From an optimization exercise on the open Yosys and OpenROAD flow, aimed at small area and a short achievable clock period; shortcuts taken in it are not production practice. RTL that was checked went through simulation tests only; none was proved equivalent to the original. Power is estimated from default activity; no workload was simulated.

Setup of build 98:
## ec_rmw
module ec_rmw (
    input  wire         clk,
    input  wire         rst_n,
    input  wire         in_valid,
    input  wire [1:0]   in_op,        
    input  wire [31:0]  in_mask,      
    input  wire [255:0] in_wdata,     
    input  wire [31:0]  in_wpoison,   
    input  wire [255:0] in_sdata,     
    input  wire [31:0]  in_scheck,    
    output reg          out_valid,
    output reg  [2:0]   out_class,
    output reg  [31:0]  out_synd,
    output reg  [255:0] out_rdata,
    output reg          out_poison,
    output reg          out_wb,
    output reg  [255:0] out_wdata,
    output reg  [31:0]  out_wcheck,
    output reg          out_ev_ce,
    output reg          out_ev_ue,
    output reg          out_ev_pw
);
For scale: roughly 590 flip-flops, roughly 33000 sq um of cells after synthesis.
clock: 12.0 ns
lec_check: 0
cap_margin: 20
core_area: 5 5 260 260
cts_buf_list: sky130_fd_sc_hd__clkbuf_4 sky130_fd_sc_hd__clkbuf_8
die_area: 0 0 265 265
slew_margin: 20
standard.sh (not shown) runs the stock make flow with config.mk's settings and CLKGATE_MAP_FILE= SYNTH_SCRIPT=/design/flow/synth_recipe.tcl, a recipe that flattens the netlist after the stock synthesis.
==> flow/flow/run.sh <==
#!/bin/bash
# The standard layout (the standard.sh: unchanged synthesis, floorplan, power
# grid, placement, CTS and routing) with these changes to how it is made:
#  - the port buffers that global placement inserts are buf_1 cells instead of
#    the resizer's default pick;
#  - pins may sit on adjacent routing tracks, so the ports fit a smaller die;
set -euo pipefail
export BUFFER_PORTS_ARGS="-buffer_cell sky130_fd_sc_hd__buf_1"
export SETUP_SLACK_MARGIN=7.1
export PLACE_PINS_ARGS="-min_distance 1 -min_distance_in_tracks"
bash standard.sh finish > flow_make.log 2>&1
What build 94 does differently from build 98 at the input level:
--- a/flow/flow/run.sh
+++ b/flow/flow/run.sh
@@ -8,3 +8,3 @@
 export BUFFER_PORTS_ARGS="-buffer_cell sky130_fd_sc_hd__buf_1"
-export SETUP_SLACK_MARGIN=7.1
+export SETUP_SLACK_MARGIN=7
 export PLACE_PINS_ARGS="-min_distance 1 -min_distance_in_tracks"
--- a/flow/config.mk
+++ b/flow/config.mk
@@ -7,2 +7,3 @@
 export LEC_CHECK = 0
+export ABC_AREA = 1
 export CAP_MARGIN = 20
==> comparison <==
Against build 98 as the reference, build 94 delivers a lower switching power. Build 98 vs build 94, end point of the critical path: out_rdata[238] vs q_mcalc[6]. Delta (build 94 minus build 98): global-route wire length before repair went up 21%, number of resized instances in the post-cts repair step dropped about 32%, floorplan die width about even. Build 94 contains more vias than build 98. In build 94 relative to build 98, routed wire length had gone up by more than 10%. As of build 94, cell area after synthesis had risen by more than 10% compared to build 98. Of build 94 and build 98, it is build 94 that has the lower proportion of layout cells with a drive suffix above 1.
For build 20, these inputs were changed with respect to build 94:
--- a/flow/config.mk
+++ b/flow/config.mk
@@ -7,3 +7,2 @@
 export LEC_CHECK = 0
-export ABC_AREA = 1
 export CAP_MARGIN = 20
## What came out
Compared with build 94, total length of routed wires in build 20 decreased by more than 10%.
Compare build 20 and build 94 | fraction of the mapped netlist area in adder cells higher: build 20
[build 20] maximum frequency fell 1.0% relative to build 94
The library cell contributing the largest single delay on the critical path comes out sky130_fd_sc_hd__dfxtp_1 in one run and sky130_fd_sc_hd__o21ai_1 in the other, namely in build 20 and build 94 respectively.

========
== try-raven ==
Another version of the RTL of ec_rmw (not shown whole).
Size in the first run: about 630 flip-flops, about 1200 I/O pins.
clock: 12.0 ns
lec_check: 0
cap_margin: 20
core_area: 5 5 425 425
cts_buf_list: sky130_fd_sc_hd__clkbuf_4 sky130_fd_sc_hd__clkbuf_8
die_area: 0 0 430 430
setup_slack_margin: 3
slew_margin: 20
==> flow/flow/run.sh <==
#!/bin/bash
# The standard layout (the standard.sh, unchanged synthesis, floorplan, power
# grid, placement, CTS and routing), with the port buffers that global placement
# inserts made as buf_1 cells instead of the resizer's default pick.
# Each ORFS step writes its full log under orfs/logs/; make's own output goes to
# flow_make.log in this folder.
set -euo pipefail
export BUFFER_PORTS_ARGS="-buffer_cell sky130_fd_sc_hd__buf_1"
bash standard.sh finish > flow_make.log 2>&1
try-raven: PASS, flow complete, no timing, DRC or antenna violations
What try-ember does differently from try-raven at the input level:
-- flow/config.mk --
<<< try-raven, line 12
export SETUP_SLACK_MARGIN = 3
>>> try-ember, line 12
export SETUP_SLACK_MARGIN = 5
==> notes.md <==
Going from try-raven to try-ember, design area closely matched the old numbers, non-clock buffer count increased by about 0.3% relative to the old numbers. Overall global routing resource usage: try-ember vs try-raven, no meaningful difference. try-raven and try-ember ended up with roughly the same power. Every run (try-ember and try-raven) finished clean. Comparing try-raven with try-ember, the sequential power came out essentially unchanged. Setup slack: try-ember more than try-raven. Diff try-raven..try-ember | mean cell area of the mapped netlist | unchanged. Looking at timing endpoint of the critical path, the q_wrow_fix[30] result is from try-raven; the q_wcheck[19] one comes from try-ember. Timing startpoint of the critical path: in_sdata[215] -> try-raven, in_sdata[170] -> try-ember.
Inputs modified between try-ember and try-garnet:
==> flow/flow/run.sh <==
#!/bin/bash
set -euo pipefail
export BUFFER_PORTS_ARGS="-buffer_cell sky130_fd_sc_hd__buf_1"
export SETUP_SLACK_MARGIN=7
bash standard.sh finish > flow_make.log 2>&1
-- flow/config.mk --
<<< try-ember, line 12
export SETUP_SLACK_MARGIN = 5
>>> try-garnet, line 12
Results
Final design area excluding fillers (higher): try-garnet. try-ember → try-garnet: mean number of vias per cell climbed 0.13; routed length per placed instance climbed about 1.1%. Higher logic gate share of total power goes to try-garnet over try-ember.
No functional check of the RTL was part of any run of this note.

[what the ideal ports hide]
The results above use ideal ports. As a check the final layouts listed here were re-extracted and re-timed, cells and wires unchanged. Step 1, drivers: a clkbuf_16 drives clk and a buf_2 each remaining input, both assumed. Step 2 adds t to the input delays and takes it off the output delays; t is the mean of the earliest and latest rising clock arrival at the registers after step 1. Input paths then give back, and output paths get back, about the clock's delay inside the block. Slacks: ideal ports / drivers / drivers and shift; pairs: ideal ports / drivers.
| run | t (ns) | setup WS [ns] | worst slew at a driven data input, ns |
|---|---|---|---|
| build 98 | 0.788 | 7.095 / 7.028 / 6.371 | 0.18 |
| build 94 | 0.786 | 7.004 / 6.964 / 6.255 | 0.22 |
| build 20 | 0.766 | 6.953 / 6.889 / 6.242 | 0.18 |
| try-raven | 0.971 | 4.014 / 4.062 / 3.091 | 0.27 |
| try-ember | 0.973 | 5.054 / 5.105 / 4.132 | 0.27 |
| try-garnet | 0.976 | 6.433 / 6.460 / 5.484 | 0.29 |
After both steps setup and hold are still met in every run listed. The setup slack of try-garnet, which loses most, moves by +0.027 ns with the drivers and by -0.949 ns with both steps.
